From an optimization exercise on the open Yosys and OpenROAD flow, aimed at small area, a short achievable clock period and few clock cycles; shortcuts taken in it are not production practice.
In this exercise RTL edits were held to simulation tests only and were not proved equivalent to the original.

==> flow/design.v <==
module blade_blend (
    input  wire        clk,
    input  wire        rst,
    input  wire        in_valid,
    output wire        in_ready,
    input  wire [1:0]  in_kind,
    input  wire        in_last,
    input  wire [19:0] in_red,
    input  wire [19:0] in_grn,
    input  wire [19:0] in_blu,
    input  wire [19:0] in_alp,
    input  wire [2:0]  in_op,
    input  wire [19:0] in_gal,
    output reg         out_valid,
    output wire [19:0] out_red,
    output wire [19:0] out_grn,
    output wire [19:0] out_blu,
    output wire [1:0]  out_cls
);
    localparam [19:0] U1   = 20'h80000;
    localparam [19:0] MAXV = 20'hFFFFF;
    localparam [18:0] HALF = 19'h40000;
    localparam [2:0] OP_OVER = 3'd0, OP_ADD = 3'd1, OP_MUL = 3'd2, OP_SCREEN = 3'd3,
                     OP_MIN  = 3'd4, OP_MAX = 3'd5, OP_ERASE = 3'd6;
    reg        pend;           
    reg        scaled;         
    reg        prepped;        
    reg [2:0]  s_op;
    reg [1:0]  s_kind;
    reg        s_last;
    reg [19:0] s_c [0:2];      
    reg [18:0] x_c [0:2];      
    reg [19:0] s_a;            
    reg [21:0] b_c [0:2];      
    reg [19:0] d_c [0:2];      
    reg [19:0] d_a;            
    reg        f_supplied, f_safety, f_sealed;
    wire st_scale = pend & ~scaled;
    wire is_mul   = (s_op == OP_MUL);
    wire st_prep  = pend & scaled & is_mul & ~prepped;
    wire st_blend = pend & scaled & ~(is_mul & ~prepped);
    assign in_ready = ~pend | st_blend;
    wire   take     = in_valid & in_ready;
    function [19:0] round_sat;
        input signed [43:0] y;       
        input [19:0] maxv;
        reg   signed [43:0] r;
        reg   signed [43:0] mx44;
        begin
            mx44 = {24'd0, maxv};
            r = y >>> 19;
            if (y < 0)
                round_sat = 20'd0;
            else if (r > mx44)
                round_sat = maxv;
            else
                round_sat = r[19:0];
        end
    endfunction
    wire op_add   = (s_op == OP_ADD);
    wire op_scr   = (s_op == OP_SCREEN);
    wire op_minmx = (s_op == OP_MIN) | (s_op == OP_MAX);
    wire op_era_c = (s_op == OP_ERASE) | (s_op == 3'd7);
    wire op_era_a = (s_op == OP_ERASE);
    wire signed [43:0] y_c [0:2];
    wire signed [43:0] y_a;
    genvar gi;
    generate
        for (gi = 0; gi < 3; gi = gi + 1) begin : lane
            wire [19:0] a = st_blend ? d_c[gi] : s_c[gi];
            reg  signed [21:0] b;
            always @(*) begin
                if (st_scale)       b = b_c[gi];
                else if (st_prep)   b = {2'd0, d_a};
                else if (is_mul)    b = b_c[gi];
                else if (op_add)    b = 22'd0;
                else if (op_scr)    b = {2'd0, s_c[gi]};
                else                b = {2'd0, s_a};
            end
            wire [19:0] zs = (st_blend & ~op_era_c) ? s_c[gi] : 20'd0;
            wire signed [43:0] z  = {5'd0, zs, x_c[gi]};
            wire signed [43:0] as = {24'd0, a};
            wire signed [43:0] bs = {{22{b[21]}}, b} - 44'sh80000;
            assign y_c[gi] = z - as * bs;
        end
    endgenerate
    wire [19:0] a_a = st_blend ? d_a : s_a;
    reg  signed [21:0] b_a;
    always @(*) begin
        if (st_scale)       b_a = b_c[0];
        else if (op_add)    b_a = 22'd0;
        else                b_a = {2'd0, s_a};
    end
    wire [19:0] zs_a = (st_blend & ~op_era_a) ? s_a : 20'd0;
    wire signed [43:0] z_a  = {5'd0, zs_a, HALF};
    wire signed [43:0] as_a = {24'd0, a_a};
    wire signed [43:0] bs_a = {{22{b_a[21]}}, b_a} - 44'sh80000;
    assign y_a = z_a - as_a * bs_a;
    wire [19:0] r_c0 = round_sat(y_c[0], MAXV);
    wire [19:0] r_c1 = round_sat(y_c[1], MAXV);
    wire [19:0] r_c2 = round_sat(y_c[2], MAXV);
    wire [19:0] r_a  = round_sat(y_a, U1);
    wire mx = (s_op == OP_MAX);
    wire sel_c0 = mx ? (s_c[0] > d_c[0]) : (s_c[0] < d_c[0]);
    wire sel_c1 = mx ? (s_c[1] > d_c[1]) : (s_c[1] < d_c[1]);
    wire sel_c2 = mx ? (s_c[2] > d_c[2]) : (s_c[2] < d_c[2]);
    wire sel_a  = mx ? (s_a > d_a) : (s_a < d_a);
    assign out_red = d_c[0];
    assign out_grn = d_c[1];
    assign out_blu = d_c[2];
    assign out_cls = f_sealed ? 2'd2 : f_safety ? 2'd1 : f_supplied ? 2'd0 : 2'd3;
    wire sa_nz = (s_a != 20'd0);
    always @(posedge clk) begin
        if (rst) begin
            pend      <= 1'b0;
            out_valid <= 1'b0;
        end else begin
            out_valid <= st_blend & s_last;
            if (take)
                pend <= 1'b1;
            else if (st_blend)
                pend <= 1'b0;
        end
        if (st_blend) begin
            if (op_minmx) begin
                if (sel_c0) d_c[0] <= s_c[0];
                if (sel_c1) d_c[1] <= s_c[1];
                if (sel_c2) d_c[2] <= s_c[2];
                if (sel_a)  d_a    <= s_a;
            end else begin
                d_c[0] <= r_c0;
                d_c[1] <= r_c1;
                d_c[2] <= r_c2;
                d_a    <= r_a;
            end
            if (s_kind == 2'd0) begin
                f_supplied <= 1'b0;
                f_safety   <= 1'b0;
                f_sealed   <= 1'b0;
            end else if (s_kind == 2'd3) begin
                f_sealed   <= 1'b1;
            end else if (sa_nz) begin
                f_supplied <= 1'b1;
                if (s_kind == 2'd2)
                    f_safety <= 1'b1;
            end
        end
        if (take) begin
            s_kind  <= in_kind;
            s_last  <= in_last;
            prepped <= 1'b0;
            x_c[0]  <= HALF;
            x_c[1]  <= HALF;
            x_c[2]  <= HALF;
            if (in_kind == 2'd0 || in_kind == 2'd3) begin
                s_c[0] <= in_red;
                s_c[1] <= in_grn;
                s_c[2] <= in_blu;
                s_a    <= U1;
                s_op   <= OP_OVER;
                scaled <= 1'b1;
            end else begin
                s_op   <= in_op;
                if (in_gal == 20'd0) begin
                    s_c[0] <= 20'd0;
                    s_c[1] <= 20'd0;
                    s_c[2] <= 20'd0;
                    s_a    <= 20'd0;
                    scaled <= 1'b1;
                end else begin
                    s_c[0] <= in_red;
                    s_c[1] <= in_grn;
                    s_c[2] <= in_blu;
                    s_a    <= in_alp;
                    scaled <= (in_gal == U1);
                end
                b_c[0] <= {2'd0, U1 - in_gal};
                b_c[1] <= {2'd0, U1 - in_gal};
                b_c[2] <= {2'd0, U1 - in_gal};
            end
        end else if (st_scale) begin
            s_c[0] <= r_c0;
            s_c[1] <= r_c1;
            s_c[2] <= r_c2;
            s_a    <= r_a;
            scaled <= 1'b1;
        end else if (st_prep) begin
            s_c[0] <= y_c[0][38:19];
            s_c[1] <= y_c[1][38:19];
            s_c[2] <= y_c[2][38:19];
            x_c[0] <= y_c[0][18:0];
            x_c[1] <= y_c[1][18:0];
            x_c[2] <= y_c[2][18:0];
            b_c[0] <= {2'd0, s_a} - {2'd0, s_c[0]};
            b_c[1] <= {2'd0, s_a} - {2'd0, s_c[1]};
            b_c[2] <= {2'd0, s_a} - {2'd0, s_c[2]};
            prepped <= 1'b1;
        end
    end
endmodule
==> flow/run.sh <==
#!/bin/bash
# synth_recipe.tcl (not shown) runs the flow's synth.tcl, then flattens the netlist and writes it again
# the make line also repeats each setting of config.mk as NAME=value (left out here)
make -C /OpenROAD-flow-scripts/flow DESIGN_CONFIG=/design/flow/config.mk WORK_HOME=/design/flow/orfs CLKGATE_MAP_FILE= SYNTH_SCRIPT=/design/flow/synth_recipe.tcl finish
==> flow/config.mk <==
export PLATFORM = sky130hd
export DESIGN_NAME = blade_blend
export DESIGN_NICKNAME = blade_blend
export VERILOG_FILES = /design/flow/design.v
export SDC_FILE = /design/flow/constraint.sdc
export NUM_CORES = 4
export LEC_CHECK = 0
export CAP_MARGIN = 20
export CORE_MARGIN = 2
export CORE_UTILIZATION = 40
export PLACE_DENSITY = 0.6
export SLEW_MARGIN = 20
==> flow/constraint.sdc <==
create_clock -name core_clock -period 26.0 [get_ports {clk}]
set_input_delay 5.2000 -clock core_clock [delete_from_list [all_inputs] [get_ports {clk}]]
set_output_delay 5.2000 -clock core_clock [all_outputs]
set_load 0.01 [all_outputs]
==> qor.csv <==
stage,metric,value,unit
outcome,status,timing/DRC/antenna clean,
global_routing,largest net degree at the start of global routing,74,
floorplanning,die area,0.2280,mm²
sta,Setup TNS,0,ns
floorplanning,Initial Utilization,0.4031,
worst_setup_path,"most used cell, CP",fa_1,
routing,Residual DRC,0,
sta,final slew viol count,0,
placed_design,hpwl dp,271000,µm
floorplanning,Die H,477.5,µm
cts,clk slew on worst S/H paths,0.07,ns
routing,routed via count,72600,
final_layout,area occupied by registers,0.008198,mm²
synth,Yosys top cell area share,0.4346,
synth,Synth async-reset ratio,0,
sta,RSZ-0062 raised after global routing,no,
placed_design,gp weighted congestion,0.9996,
final_layout,Final nets,12850,
worst_setup_path,crit-path leading delay family,adder cells,
final_layout,fillers,22090,
synth,synth warn,5,
worst_setup_path,Critical Path Start Type,flop,
worst_setup_path,CP peak stage delay,1.02,ns
cts,Clock Latency Late Sink,0.69,ns
final_layout,area delta synth->final,7.970,%
floorplanning,core area,0.2225,mm²
final_layout,area of the multi-input gates,0.07193,mm²
sta,fmax,73.07,MHz
cts,H-tree Lvls,2,
worst_setup_path,crit path max fanout,65,
sta,Worst Tran Pin Value,1.318,ns
worst_setup_path,r2r setup slk,12.31,ns
worst_setup_path,slowest cell on the critical path,o211ai_1,
floorplanning,cell row count,173,
cts,hold buffers post-CTS,0,
synth,Yosys reg bits,293,
global_routing,first-pass GRT wire length,498600,µm
global_routing,gr ovfl total,0,
floorplanning,IO Pins,173,
worst_setup_path,critical path class,flop to flop,
synth,post-synth net total,12870,
cts,clock sink count,293,
hold_path,hold crit path type,flop to flop,
sta,final cycle utilization of the critical path,0.5264,
sta,Fin Clk Skew,0.06067,ns
synth,Synth Flop Type,edfxtp_1,
cts,CTS resizes,0,
worst_setup_path,Buf/Inv on CP,9,
sta,crit path time final,13.69,ns
final_layout,layout cells sized above 1,0.04250,
cts,CTS tree,built,
cts,CTS Root Cell,clkbuf_16,
cts,Num CTS Buffers,43,
synth,post-synthesis cell area,0.08969,mm²
routing,Vias/cell,5.532,
routing,TritonRoute pass-1 iters,6,
sta,endpoints failing setup,0,
cts,Post-CTS Setup Inserts,0,
routing,1st-iter DRT viols,6701,
synth,Synth cell types,87,
worst_setup_path,crit path DAT,14.10,ns
synth,synth top area cells,"fa_1, ha_1, inv_1",
floorplanning,die width,477.5,µm
placed_design,I/O Buffers,172,
global_routing,Tot GR Track Use,0.2935,
global_routing,initial antenna violation count,12,
sta,Rel. slew slack,0.1157,
cts,clock buffer depth,3,
synth,Synth Area per Inst,8.853,µm²
sta,final hold violation count,0,
worst_setup_path,Worst EP required,26.41,ns
synth,biggest area consumer among synthesized cells,fa_1,
routing,Post-Route WL,330900,µm
synth,sequential fraction of the synthesis area,0.09140,
run,maxcap violations,0,
synth,Post-synth EDFFs,233,
global_routing,number of global-route vias before repair,77330,
worst_setup_path,CP endpoint kind,flop,
routing,Post-DRT Antenna Nets,0,
routing,wire per inst,25.22,µm
synth,Mapped Cells,10130,
cells by family after synthesis:
kind of cell    synth area share
compound gates            0.1031
xor+xnor                 0.02383
fa+ha+maj                 0.5321
buf+inv                   0.1115
flops                    0.09140
mux                     0.001242
simple gates              0.1369
cell usage in the layout, fill, tap and decap left out, types with 28 or more instances in the layout:
cell type,count
nand4_1,43
o21a_1,67
ha_1,682
nor3_1,71
and3_1,31
o21ai_1,28
a31oi_1,30
or2_2,45
fa_1,1947
a221o_1,32
edfxtp_1,233
nor2_1,1211
clkdlybuf4s50_1,172
a21oi_2,41
a211oi_1,51
a21o_1,200
and2_1,86
nand3_1,57
a21oi_1,347
clkbuf_16,44
nand2b_1,120
dfxtp_1,60
nand2_1,1014
o21ai_0,239
nor2b_1,78
buf_4,192
inv_1,2221
xor2_1,90
o31ai_1,38
o21bai_1,29
xnor2_1,153
a22oi_1,43
nor4_1,29
final timing paths:
kind / start / endpoint / depth (start not counted)
setup / recovery: s_op[1] / s_c[2][1] / 36
hold / removal: x_c[0][17] / x_c[0][17] / 2
setup reg to reg: s_op[1] / s_c[2][1] / 36
hold reg to reg: x_c[0][17] / x_c[0][17] / 2
synth_stat cells, drive strengths merged (30+ instances only):
master and count:
inv 2222, ha 682, a21oi 397, nor2b 80
and2 86, and3 31, a31oi 33, clkbuf 388
fa 1947, nor3 71, a221o 32, nand3 58
a22oi 45, o31ai 51, nor2 1216, buf 45
nor4 30, nand2 1018, o21ai 278, or2 46
nand4 43, xnor2 153, edfxtp 233, nand2b 121
a21o 200, xor2 91, o21a 67, dfxtp 60
a211oi 51
stage by stage:
stage                     cell area [µm²]  worst slack [ns]  instances  hold slack, ns  utilization
final                               96840             12.31      13120          0.4560       0.4352
after global routing                96820             11.63      13120          0.4757       0.4351
after CTS                           96790             12.53      13120          0.4558       0.4350
after detailed placement            95330             12.51      13040          0.4467       0.4284
after global placement              95300             12.75      13040          0.4409       0.4283
after floorplan                     89690             15.92      10130          0.4319            -
final cells by class:
cell class	instances	share of cell area
Antenna cell	5	0.0001292
Clock buffer	53	0.01182
Clock inverter	27	0.003230
Inverter	2223	0.08622
Multi-Input combinational cell	7182	0.7428
Sequential cell	293	0.08466
Tap cell	2975	0.03844
Timing Repair Buffer	364	0.03266
metal layers:
metal / share of wire / up-vias / global-route usage
li1: - / 31150 / -
met1: 0.39 / 37120 / 0.3746
met2: 0.46 / 3410 / 0.4692
met3: 0.081 / 906 / 0.04896
met4: 0.073 / 4 / 0.1741
met5: 0.000097 / - / 0
tightest hold or removal path: stages, from the launching register on:
cell and delay, ns:
dfxtp_1 0.31, nand2_1 0.05, a21oi_1 0.05
flip-flops by register name, indices dropped and copies added, names as in the netlist:
register and flops:
scaled 1, out_valid 1, prepped 1, d_c 60
s_kind 2, pend 1, s_c 60, d_a 20
f_supplied 1, f_safety 1, f_sealed 1, s_last 1
s_a 20, s_op 3, b_c 63, x_c 57
Testbench counts, summed over its fixed seeds: cycles 48,888.

separate check: timing with driven ports:
The flow's constraints put no driver on any port. The routed layout listed below was extracted and timed again, unchanged, in two steps.
Step 1 (the two cells are an assumption about what drives the block):
set clk [get_ports {clk}]
set_driving_cell -lib_cell sky130_fd_sc_hd__clkbuf_16 $clk
set_driving_cell -lib_cell sky130_fd_sc_hd__buf_2 [delete_from_list [all_inputs] $clk]
Step 2 adds t to the input delays and takes it off the output delays; t is the mean of the earliest and latest rising clock arrival at the registers after step 1. Input paths then give back, and output paths get back, about the clock's delay inside the block.
Slacks: ideal ports / drivers / drivers and shift; pairs: ideal ports / drivers.
t (ns): 0.738
setup slack, ns: 12.314 / 12.314 / 12.314
worst hold slack (ns): 0.456 / 0.456 / 0.456
worst setup path after step 2: register to register
After both steps this run still meets setup and hold. The setup slack of this run moves by 0.000 ns with the drivers and by 0.000 ns with both steps.
